Background: an optimization exercise with open tools, aiming at small area. Do not read the settings as production practice.
Function was checked by simulation only, so behaviour that the tests miss may differ from the original.
The clock port is modelled as an ideal driver; clocking choices that lean on that would not hold on a real chip.
Power figures rest on the tool's default switching activity, not on a simulated workload.

## flow/design.v

```verilog
module tally_port (
    input  wire        clk,
    input  wire        rst,         
    input  wire        tcs_n,
    input  wire        tclk,
    input  wire        tdi,
    output reg         tdo,
    input  wire        tick,
    input  wire [15:0] alert_in,
    output reg         alert_n,
    output wire        srst_req
);
    localparam [3:0] OC_OK        = 4'h0;
    localparam [3:0] OC_NOT_READY = 4'h1;
    localparam [3:0] OC_CRC_BAD   = 4'h2;
    localparam [3:0] OC_MALFORMED = 4'h3;
    localparam [3:0] OC_UNMAPPED  = 4'h4;
    localparam [3:0] OC_DENIED    = 4'h5;
    localparam [3:0] OC_NONE      = 4'h7;
    function [7:0] crc8_bit;
        input [7:0] c;
        input       b;
        begin
            crc8_bit = {c[6:0], 1'b0} ^ ((c[7] ^ b) ? 8'h07 : 8'h00);
        end
    endfunction
    reg [1:0] tcs_sync, tclk_sync, tdi_sync;
    reg       tclk_prev;
    always @(posedge clk) begin
        tcs_sync  <= {tcs_sync[0], tcs_n};
        tclk_sync <= {tclk_sync[0], tclk};
        tdi_sync  <= {tdi_sync[0], tdi};
        tclk_prev <= tclk_sync[1];
    end
    wire tcs_s  = tcs_sync[1];
    wire tclk_s = tclk_sync[1];
    wire tdi_s  = tdi_sync[1];
    reg        lcrc;
    reg [3:0]  last;
    reg        f_crc_err, f_malformed, f_unmapped, f_notready, f_denied;
    reg        iwc_dir;
    reg        iwc_page;
    wire        tstat_any = f_crc_err | f_malformed | f_unmapped | f_notready | f_denied;
    wire [15:0] alert_src = {alert_in[15:11], tstat_any, alert_in[9:0]};
    reg        open;
    reg [5:0]  cnt;              
    reg [3:0]  tick_cnt;         
    reg [7:0]  cmd_sr;
    reg [31:0] sr;               
    reg [7:0]  crc;
    reg        turn_ok;
    wire late      = tick_cnt[3] & tick_cnt[0];
    wire tcs_fall  = ~open & ~tcs_s;
    wire tcs_rise  = open & tcs_s;
    wire tclk_rise = ~late & ~tclk_prev & tclk_s;
    wire tclk_fall = ~late & tclk_prev & ~tclk_s;
    wire       is_write = cmd_sr[7];
    wire [6:0] index    = cmd_sr[6:0];
    wire       idx_bkp  = (index[6:3] == 4'b0111);
    reg [3:0] rd_acc, wr_acc;
    always @(*) begin
        case (index)
            7'h00, 7'h01: begin rd_acc = OC_OK; wr_acc = OC_DENIED; end
            7'h21:        begin rd_acc = OC_OK; wr_acc = OC_DENIED; end
            7'h02, 7'h03, 7'h04, 7'h06, 7'h20:
                          begin rd_acc = OC_OK; wr_acc = OC_OK; end
            7'h05:        begin rd_acc = OC_NOT_READY; wr_acc = OC_NOT_READY; end
            default: begin
                rd_acc = idx_bkp ? OC_OK : OC_UNMAPPED;
                wr_acc = idx_bkp ? OC_OK : OC_UNMAPPED;
            end
        endcase
    end
    wire rd_ok = turn_ok & (rd_acc == OC_OK);
    reg [575:0] ring;
    reg [4:0]   phase;
    reg         clearing;
    reg         upd17;           
    wire        frame_end;
    wire        idx_iwa   = (index == 7'h04);
    wire        idx_iwc   = (index == 7'h06);
    wire        idx_tstat = (index == 7'h03);
    wire        idx_en    = (index == 7'h20);
    wire [31:0] ring0  = ring[31:0];
    wire        p16    = (phase == 5'd16);
    wire        p17    = (phase == 5'd17);
    wire        hit    = idx_bkp ? (phase == {1'b0, iwc_page, index[2:0]})
                                 : ((idx_iwa | idx_iwc) ? p16 : p17);
    wire        wr_ok  = (last == OC_OK) & is_write;
    wire        wr_pend = wr_ok & (~open | (cnt == 6'd0)) & hit;
    wire        u17     = p17 & upd17 & ~clearing;
    wire [7:0]  crc_cnt = ring0[23:16];
    wire [7:0]  mal_cnt = ring0[31:24];
    wire        crc_clr = wr_ok & idx_tstat & sr[4];
    wire        mal_clr = wr_ok & idx_tstat & sr[5];
    wire        crc_inc = (last == OC_CRC_BAD) & (crc_cnt != 8'hFF);
    wire        mal_inc = (last == OC_MALFORMED) & (mal_cnt != 8'hFF);
    wire [7:0]  crc_new = crc_clr ? 8'd0 : crc_cnt + 8'd1;
    wire [7:0]  mal_new = mal_clr ? 8'd0 : mal_cnt + 8'd1;
    wire        ins_a = clearing | (wr_pend & (idx_bkp | idx_iwa | idx_en));    
    wire        ins_b = clearing | (wr_pend & (idx_bkp | idx_iwa)) |
                        (u17 & (crc_clr | crc_inc));                            
    wire        ins_c = clearing | (wr_pend & (idx_bkp | idx_iwc)) |
                        (u17 & (mal_clr | mal_inc));                            
    wire [7:0]  val_c = u17 ? mal_new : idx_iwc ? sr[7:0] : sr[31:24];
    wire [31:0] ins_val = {ins_c ? {val_c[7:1], val_c[0] | (clearing & p16)} : ring0[31:24],
                           ins_b ? (u17 ? crc_new : sr[23:16]) : ring0[23:16],
                           ins_a ? sr[15:0] : ring0[15:0]};
    always @(posedge clk) begin
        ring <= {ins_val, ring[575:32]};
        if (rst) begin
            phase    <= 5'd0;
            clearing <= 1'b1;
            upd17    <= 1'b0;
        end else begin
            phase <= p17 ? 5'd0 : phase + 5'd1;
            if (p17)
                clearing <= 1'b0;
            if (frame_end)
                upd17 <= 1'b1;
            else if (p17)
                upd17 <= 1'b0;
        end
    end
    wire [15:0] alert_en = ins_val[15:0];
    always @(posedge clk)
        if (p17)
            alert_n <= ~|(alert_src & alert_en);
    wire [6:0] cap_index = {cmd_sr[5:0], tdi_s};
    wire rd_frame = open & ~is_write;
    wire cap8     = open & tclk_rise & (cnt == 6'd7) & ~cmd_sr[6];
    wire ring_load = rd_frame & (cnt[5:3] == 3'd1) & hit;
    wire l_bkp = ring_load & idx_bkp;
    wire l_iwa = ring_load & idx_iwa;
    wire l_iwc = ring_load & idx_iwc;
    wire l_tst = ring_load & idx_tstat;
    wire l_en  = ring_load & idx_en;
    wire s_id    = cap8 & (cap_index == 7'h00);
    wire s_rev   = cap8 & (cap_index == 7'h01);
    wire s_tctl  = cap8 & (cap_index == 7'h02);
    wire s_src   = cap8 & (cap_index == 7'h21);
    wire [31:0] load_val =
          ({32{s_id}}    & 32'h5259_6416)
        | ({32{s_rev}}   & 32'h0000_01B0)
        | ({32{s_tctl}}  & {31'd0, lcrc})
        | ({32{s_src}}   & {16'd0, alert_src})
        | ({32{l_bkp}}   & ring0)
        | ({32{l_iwa}}   & {8'd0, ring0[23:0]})
        | ({32{l_iwc}}   & {22'd0, iwc_page, iwc_dir, ring0[31:24]})
        | ({32{l_tst}}   & {ring0[31:16], 7'd0, f_denied, f_notready,
                            f_unmapped, f_malformed, f_crc_err, last})
        | ({32{l_en}}    & {16'd0, ring0[15:0]});
    wire data_bit = turn_ok & sr[31];
    wire in_write_data = (cnt[5:3] != 3'd0) & (~cnt[5] | (cnt[4:3] == 2'd0));  
    always @(posedge clk) begin
        if (rst) begin
            open <= 1'b0;
        end else if (tcs_fall) begin
            open <= 1'b1;
        end else if (tcs_rise) begin
            open <= 1'b0;
        end
        if (clearing)
            sr <= 32'd0;
        else if (cap8 | l_bkp | l_iwa | l_iwc | l_tst | l_en)
            sr <= load_val;
        else if (open & ((tclk_rise & is_write & in_write_data) |
                         (tclk_fall & ~is_write & (cnt[5:4] != 2'd0))))
            sr <= {sr[30:0], tdi_s};
        if (tcs_fall) begin
            cnt      <= 6'd0;
            tick_cnt <= 4'd0;
            crc      <= 8'd0;
            turn_ok  <= 1'b1;
        end else if (open & ~tcs_s) begin
            if (tick & ~late)
                tick_cnt <= tick_cnt + 4'd1;
            if (tclk_rise) begin
                if (cnt != 6'd63)
                    cnt <= cnt + 6'd1;
                if (cnt[5:3] == 3'd0)
                    cmd_sr <= {cmd_sr[6:0], tdi_s};
                if (cnt[5:3] == 3'd0 || is_write)
                    crc <= crc8_bit(crc, tdi_s);
                else if (cnt[5:3] == 3'd1) begin
                    crc <= {crc[6:0], crc[7]};
                    if (lcrc && (tdi_s != crc[7]))
                        turn_ok <= 1'b0;
                end
            end
            if (tclk_fall & ~is_write & (cnt[5:4] != 2'd0))
                crc <= crc8_bit(crc, (cnt[5:4] == 2'd3) ? crc[7] : data_bit);
        end
        if (~open)
            tdo <= 1'b0;
        else if (tclk_fall) begin
            if (cnt[5:3] == 3'd0)
                tdo <= (cnt[2] ? last[~cnt[1:0]] : cnt[0]);
            else if (~is_write & (cnt[5:4] != 2'd0) & (cnt[5:4] != 2'd3))
                tdo <= data_bit;
            else if (~is_write & lcrc & (cnt[5:3] == 3'd6))
                tdo <= crc[7] ^ ~rd_ok;
            else
                tdo <= 1'b0;
        end
    end
    wire [5:0] exp_len  = is_write ? (lcrc ? 6'd48 : 6'd40)
                                   : (lcrc ? 6'd56 : 6'd48);
    wire       null_frm = (cnt == 6'd0) & ~late;
    wire       malformed = late | (cnt != exp_len);
    wire       wr_crc_ok = ~lcrc | (crc == 8'd0);
    reg [3:0] outcome;
    always @(*) begin
        if (malformed)
            outcome = OC_MALFORMED;
        else if (is_write)
            outcome = wr_crc_ok ? wr_acc : OC_CRC_BAD;
        else
            outcome = turn_ok ? rd_acc : OC_CRC_BAD;
    end
    assign frame_end = tcs_rise & ~null_frm;
    wire do_write  = frame_end & is_write & (outcome == OC_OK);
    assign srst_req = do_write & (index == 7'h02) & (sr[31:16] == 16'h7A11);
    always @(posedge clk) begin
        if (clearing | (do_write & (index == 7'h06))) begin
            iwc_dir  <= sr[8];
            iwc_page <= sr[9];
        end
    end
    always @(posedge clk) begin
        if (rst) begin
            lcrc        <= 1'b0;
            last        <= OC_NONE;
            f_crc_err   <= 1'b0;
            f_malformed <= 1'b0;
            f_unmapped  <= 1'b0;
            f_notready  <= 1'b0;
            f_denied    <= 1'b0;
        end else begin
            if (do_write & (index == 7'h02))
                lcrc <= sr[0];
            if (do_write & (index == 7'h03)) begin
                if (sr[4]) f_crc_err   <= 1'b0;
                if (sr[5]) f_malformed <= 1'b0;
                if (sr[6]) f_unmapped <= 1'b0;
                if (sr[7]) f_notready <= 1'b0;
                if (sr[8]) f_denied   <= 1'b0;
            end
            if (frame_end) begin
                last <= outcome;
                case (outcome)
                    OC_CRC_BAD:   f_crc_err   <= 1'b1;
                    OC_MALFORMED: f_malformed <= 1'b1;
                    OC_UNMAPPED:  f_unmapped <= 1'b1;
                    OC_NOT_READY: f_notready <= 1'b1;
                    OC_DENIED:    f_denied   <= 1'b1;
                    default: ;
                endcase
            end
        end
    end
endmodule
```

## flow/flow/reopt.tcl

```tcl
# Re-map the combinational logic of the standard synthesis netlist for area.
# Flip-flops (and tie cells) stay as they are, with their instance names.
# Several ABC scripts are tried; the one giving the smallest area is kept.
yosys -import
set lib $::env(REOPT_LIB)
set netlist $::env(REOPT_NETLIST)
set out $::env(REOPT_OUT)
set tmp $::env(REOPT_TMP)
read_liberty -ignore_miss_func $lib
read_verilog $netlist
hierarchy -top $::env(REOPT_TOP)
set keep {}
foreach c [split [tee -q -s result.string select -list-mod =*] "\n"] {
  set c [string trim $c]
  if {[regexp {__(df|edf|sdf|sedf|dl|conb)} $c]} { lappend keep $c }
}
blackbox {*}$keep
flatten
opt -purge
design -save base

set pre "+strash;&get,-n;&fraig,-x;&put;scorr;dc2;strash;&get,-n"
set scripts [list \
  "$pre;&dch,-f;&nf,-R,1000;&put" \
  "$pre;&deepsyn,-T,60;&nf,-R,1000;&put" \
  "$pre;&deepsyn,-T,60,-t;&nf,-R,1000;&put" \
]
set best_area 1e18
set best_i -1
set i 0
foreach s $scripts {
  design -load base
  abc -liberty $lib -dont_use *lpflow* -dont_use *probe* -script $s
  opt_clean -purge
  tee -q -o $tmp/stat_$i.txt stat -liberty $lib
  set fh [open $tmp/stat_$i.txt r]
  set txt [read $fh]
  close $fh
  if {[regexp {Chip area for module '\\tally_port': ([0-9.]+)} $txt -> area] ||
      [regexp {Chip area[^:]*: ([0-9.]+)} $txt -> area]} {
    puts "REOPT script $i area $area"
    if {$area < $best_area} {
      set best_area $area
      set best_i $i
      design -save best
    }
  }
  incr i
}
puts "REOPT best script $best_i area $best_area"
design -load best
splitnets
opt_clean -purge
hilomap -singleton -hicell sky130_fd_sc_hd__conb_1 HI -locell sky130_fd_sc_hd__conb_1 LO
insbuf -buf sky130_fd_sc_hd__buf_1 A X
opt_clean -purge
stat -liberty $lib
write_verilog -noattr -nohex -nodec $out
```

## flow/flow/run.sh

```bash
#!/bin/bash
# Own layout flow: the standard synthesis, then an area re-mapping of its
# combinational logic (flip-flops untouched), then the standard ORFS flow with
# smaller port buffers and a clock tree of small buffers without dummy loads,
# whose leaf buffers are upsized where a flip-flop clock pin's slew is high.
set -euo pipefail
W=$PWD
R=$W/orfs/results/$FLOW_PLATFORM/tally_port/base
P=$FLOW_HOME/platforms/$FLOW_PLATFORM
LIB=$P/lib/sky130_fd_sc_hd__tt_025C_1v80.lib
YOSYS=${YOSYS_EXE:-yosys}
command -v "$YOSYS" >/dev/null 2>&1 || YOSYS=$FLOW_HOME/../tools/install/yosys/bin/yosys
OPENROAD=${OPENROAD_EXE:-openroad}
command -v "$OPENROAD" >/dev/null 2>&1 || OPENROAD=$FLOW_HOME/../tools/install/OpenROAD/bin/openroad

# 1. standard synthesis, unchanged
bash standard.sh synth > $W/flow_synth.log 2>&1

# 2. re-map the combinational logic for area
cp $R/1_2_yosys.v $W/std_1_2_yosys.v
REOPT_LIB=$LIB REOPT_NETLIST=$W/std_1_2_yosys.v REOPT_OUT=$W/reopt_1_2_yosys.v \
REOPT_TOP=$FLOW_TOP REOPT_TMP=$W "$YOSYS" -c $W/flow/reopt.tcl > $W/flow_reopt.log 2>&1
cp $W/reopt_1_2_yosys.v $R/1_2_yosys.v
rm -f $R/1_synth.odb $R/1_synth.sdc

# 3. floorplan, placement and clock tree
export BUFFER_PORTS_ARGS="-buffer_cell sky130_fd_sc_hd__buf_1"
export CTS_ARGS="-sink_clustering_enable -repair_clock_nets -buf_list sky130_fd_sc_hd__clkbuf_4 -sink_clustering_size 12 -sink_clustering_max_diameter 35 -dont_use_dummy_load"
bash standard.sh cts > $W/flow_cts.log 2>&1

# 4. upsize slow leaf clock buffers
cat > $W/ctsfix_run.tcl <<EOT
read_lef $P/lef/sky130_fd_sc_hd.tlef
read_lef $P/lef/sky130_fd_sc_hd_merged.lef
read_liberty $LIB
read_db $R/4_cts.odb
read_sdc $R/4_cts.sdc
source $P/setRC.tcl
source $W/flow/ctsfix.tcl
write_db $R/4_cts.odb
EOT
CTSFIX_SLEW_NS=0.115 "$OPENROAD" -no_init -exit $W/ctsfix_run.tcl > $W/flow_ctsfix.log 2>&1

# 5. the rest of the standard flow
bash standard.sh finish > $W/flow_finish.log 2>&1
```

## flow/config.mk

```make
export PLATFORM = sky130hd
export DESIGN_NAME = tally_port
export DESIGN_NICKNAME = tally_port
export VERILOG_FILES = /design/flow/design.v
export SDC_FILE = /design/flow/constraint.sdc
export NUM_CORES = 4
export LEC_CHECK = 0
export ABC_AREA = 1
export CAP_MARGIN = 20
export CORE_MARGIN = 2
export CORE_UTILIZATION = 70
export CTS_BUF_LIST = sky130_fd_sc_hd__clkbuf_8
export CTS_CLUSTER_DIAMETER = 45
export CTS_CLUSTER_SIZE = 20
export GPL_TIMING_DRIVEN = 0
export SLEW_MARGIN = 20
```

## flow/constraint.sdc

```tcl
create_clock -name core_clock -period 4.2 [get_ports {clk}]
set_input_delay 0.8400 -clock core_clock [delete_from_list [all_inputs] [get_ports {clk}]]
set_output_delay 0.8400 -clock core_clock [all_outputs]
set_load 0.01 [all_outputs]
```

## flow/standard.sh

```bash
#!/bin/bash
# synth_recipe.tcl (not shown) runs the flow's synth.tcl, then flattens the netlist and writes it again
# the make line also repeats each setting of config.mk as NAME=value (left out here)
make -C /OpenROAD-flow-scripts/flow DESIGN_CONFIG=/design/flow/config.mk WORK_HOME=/design/flow/orfs CLKGATE_MAP_FILE= SYNTH_SCRIPT=/design/flow/synth_recipe.tcl "${@:-finish}"
```

## flow/flow/ctsfix.tcl

```tcl
# after CTS: upsize the leaf clock buffers whose flip-flop clock pins see too slow a slew
set thr $::env(CTSFIX_SLEW_NS)
estimate_parasitics -placement
set up {}
foreach pin [get_pins -hierarchical */CLK] {
  set s 0
  foreach p {slew_max_rise slew_max_fall} {
    set v [get_property $pin $p]
    if {$v > $s} { set s $v }
  }
  if {$s > $thr} {
    set net [get_nets -of_objects $pin]
    foreach d [get_pins -of_objects $net -filter "direction==output"] {
      set inst [get_cells -of_objects $d]
      set m [get_property $inst ref_name]
      if {[string match *clkbuf_4 $m]} { dict set up [get_full_name $inst] 1 }
    }
  }
}
puts "CTSFIX upsizing [dict size $up] buffers"
foreach i [dict keys $up] { replace_cell [get_cells $i] sky130_fd_sc_hd__clkbuf_8 }
detailed_placement
estimate_parasitics -placement
set mx 0
foreach pin [get_pins -hierarchical */CLK] {
  foreach p {slew_max_rise slew_max_fall} { set v [get_property $pin $p]; if {$v > $mx} { set mx $v } }
}
puts "CTSFIX max clock pin slew after: $mx"
```

==> metrics.csv <==
stage,metric,value,unit
run_status,outcome,finished clean,
detailed_routing,drt first pass iters,8,
sta,RSZ-0062 raised after global routing,true,
sta,Max Freq,243.4,MHz
die,chip width,155.4,µm
clocking,CTS tree,done,
global_route,gr usage total,23.88,%
place,hpwl dp,18.09,mm
die,Die Y,155.4,µm
worst_setup_path,Worst Setup End Kind,output pin,
worst_setup_path,CP top delay family,simple AND/OR/NAND/NOR gates,
die,io pins,25,
die,die area,24140,µm²
layout,layout net count,1241,
die,Std-Cell Rows,55,
layout,Util after Layout,76.01,%
worst_setup_path,worst path arrival time,3.27,ns
detailed_routing,post-route ant nets,0,
place,area post-placement,16530,µm²
layout,share of cells above drive strength 1,6.902,%
place,Final Wtd Congestion,0.8839,
worst_setup_path,Worst path slowest cell,nor4_4,
power_and_ir_drop,Overall Power,8.942,mW
layout,sequential cell area,13380,µm²
clocking,clock latency on the worst-skew pair,0.73,ns
worst_setup_path,Worst Setup Start Kind,flip-flop,
synthesis,Syn Std Cell Area,16040,µm²
sta,Slew headroom,25.03,%
worst_setup_path,"most used cell, CP",nor4_4,
global_route,largest net degree at the start of global routing,29,
power_and_ir_drop,Max VDD drop,0.4417,mV
hold_path,Worst Hold Path Cells,1,
hold_path,worst min-delay path startpoint,tdi,
global_route,GRT busiest layer,met2,
global_route,grt met3 use,6.017,%
clocking,Worst-path clk slew,0.11,ns
clocking,post-CTS setup buffers,0,
job,reported max-cap violation count,0,
sta,period utilisation layout,97.83,%
worst_setup_path,peak fanout along the critical path,9,
sta,post-layout min period,4.109,ns
sta,Max Slew Vio Count,0,
layout,FILL cells,1375,
place,Setup WS pre-CTS,-0.05868,ns
global_route,total gr overflow,0,
sta,Clock Skew,0.1258,ns
detailed_routing,Via Count,8403,
global_route,met1 Usage GRT,32.85,%
global_route,met2 Use GR,37.32,%
worst_setup_path,Critical Path RT,3.36,ns
synthesis,synthesized instance count,1119,
die,Core Area,22570,µm²
worst_setup_path,Worst R2R Setup Slack,0.28,ns
detailed_routing,# DRC,0,
clocking,CTS Buffer Depth,3,
power_and_ir_drop,Pwr Density,521.2,nW/µm²
sta,Setup Viol. Count Final,0,
detailed_routing,Vias/cell,5.587,
layout,area occupied by multi-input gates,2603,µm²
worst_setup_path,CP peak stage delay,0.43,ns
die,Starting Density,71.06,%
worst_setup_path,critical path class,flip-flop to output pin,
detailed_routing,DR WL/cell,18.49,µm
global_route,first-pass GRT wire length,44.38,mm
layout,synth-to-layout area growth,6.967,%
clocking,CTS H-tree depth,3,
clocking,TritonCTS Buffers,72,
clocking,# clock sinks,663,
layout,fin area,17160,µm²
global_route,initial antenna violation count,1,
hold_path,worst hold path type,input pin to flip-flop,
detailed_routing,DRT Wirelength,27.81,mm
worst_setup_path,Bufs and invs on worst path,1,
detailed_routing,initial drt markers,881,
synthesis,syn nets,1141,
worst_setup_path,reg2reg start,phase[3],
synthesis,Avg Inst Size Synth,14.33,µm²
worst_setup_path,reg2reg path depth,12,
synthesis,Ys Warns,1,
clocking,root buf cell,clkbuf_4,
power_and_ir_drop,Pleak,6.646,nW
global_route,vias in the first global route,8423,
place,PortBufs,23,
worst_setup_path,CP cell instances,or3_1 -> a21oi_1 -> nand4b_1 -> nor4_4 -> nand2_1 -> nor4_4 -> buf_1,
sta,setup TNS,0,ns
worst_setup_path,Reg2Reg Capture Point,ring[565],
hold_path,"Endpoint, Worst Hold",tdi_sync[0],
sta,Final Hold Fails,0,
sta,worst setup margin,0.09121,ns
sta,worst slew pin tran,1.124,ns
## layer usage
layer	up-vias	share of wire (%)
met5	-	0
met3	66	6.3
met4	0	2.5
li1	4052	-
met2	285	46
met1	4000	45
## cell usage in the layout (no fill, tap or decap), drive strengths merged, types with 4 or more instances in the layout
cell and instances:
a21oi 44, a221o 9, a221oi 18, a222oi 15, a22o 6, a22oi 17, a31oi 9, and2 8
and3 5, buf 26, clkbuf 72, clkinv 33, dfxtp 652, edfxtp 11, mux2 16, nand2 85
nand2b 5, nand3 16, nand4 9, nor2 52, nor2b 5, nor3 23, nor4 8, nor4b 4
o21a 5, o21ai 18, o22ai 4, o32ai 6, or3 5
## report_power, final
part	leakage, nW	total [mW]	switching [mW]	internal (mW)
clock network	0.344	2.57	1.73	0.845
logic	0.946	0.0475	0.0317	0.0158
registers	5.36	6.32	0.0131	6.31
total	6.65	8.94	1.77	7.17
## how the worst max path moves through the flow
stage	start	endpoint	slack [ns]	cells past startpoint
global route	cnt[1]	srst_req	-0.07	7
CTS	cnt[1]	srst_req	0.03	7
floorplan	cmd_sr[0]	alert_n	0.61	13
detailed placement	cmd_sr[0]	alert_n	-0.06	13
finish	cnt[1]	srst_req	0.09	7
global placement	cmd_sr[0]	sr[17]	-0.64	12
## worst register-to-register path: cells and delay by family, from the launching register on
family / cells / cell delay, ns
AOI/OAI and AO/OA: 2 / 0.45
buffers and inverters: 1 / 0.25
DFF: 1 / 0.35
and+or+nand+nor: 9 / 2.83
## sequential cells by signal, indices dropped and copies added, names as in the netlist, 3 cells and up
signal    count
ring        576
sr           32
tick_cnt      4
last          3
cnt           6
crc           8
phase         5
cmd_sr        8
## through the flow
stage               hold slack, ns  cells
finish                      0.2256   1504
global route                0.1590   1504
CTS                         0.1684   1501
detailed placement          0.3121   1429
global placement            0.3095   1427
floorplan                   0.3096   1119
## final cells by class
type | count | area share, %
sequential | 663 | 78.00
multi-input combinational | 423 | 15.17
clock buffer | 72 | 3.333
tap | 285 | 2.078
inverter | 33 | 0.7220
timing repair buffer | 26 | 0.6636
antenna | 2 | 0.02917
## timing repair
action | CTS | global route
resized for setup | 3 | 3
endpoints found under the setup margin | 2 | 4
hold buffers | 0 | 0

-- re-timing with driven ports --
How much do the figures lean on ideal ports? The routed layout below was timed once more, with nothing changed but the port constraints. Step 1, drivers: a clkbuf_16 drives clk and a buf_2 each remaining input, both assumed. Step 2 times the ports against the registers' clock, not the clock port: input delays grow and output delays shrink by t, the midpoint of the rising clock arrivals with the driver on. Three values: no drivers, after step 1, after step 2; two values: the first two.
t, ns: 0.711
slack for setup (ns): 0.091 / 0.049 / 0.277
hold slack, ns: 0.226 / 0.204 / 0.272
worst register clock-pin slew, ns: 0.11 / 0.11
After both steps setup and hold are still met in this run. For this run, drivers alone change the setup slack by -0.042 ns; drivers and shift together by +0.186 ns.
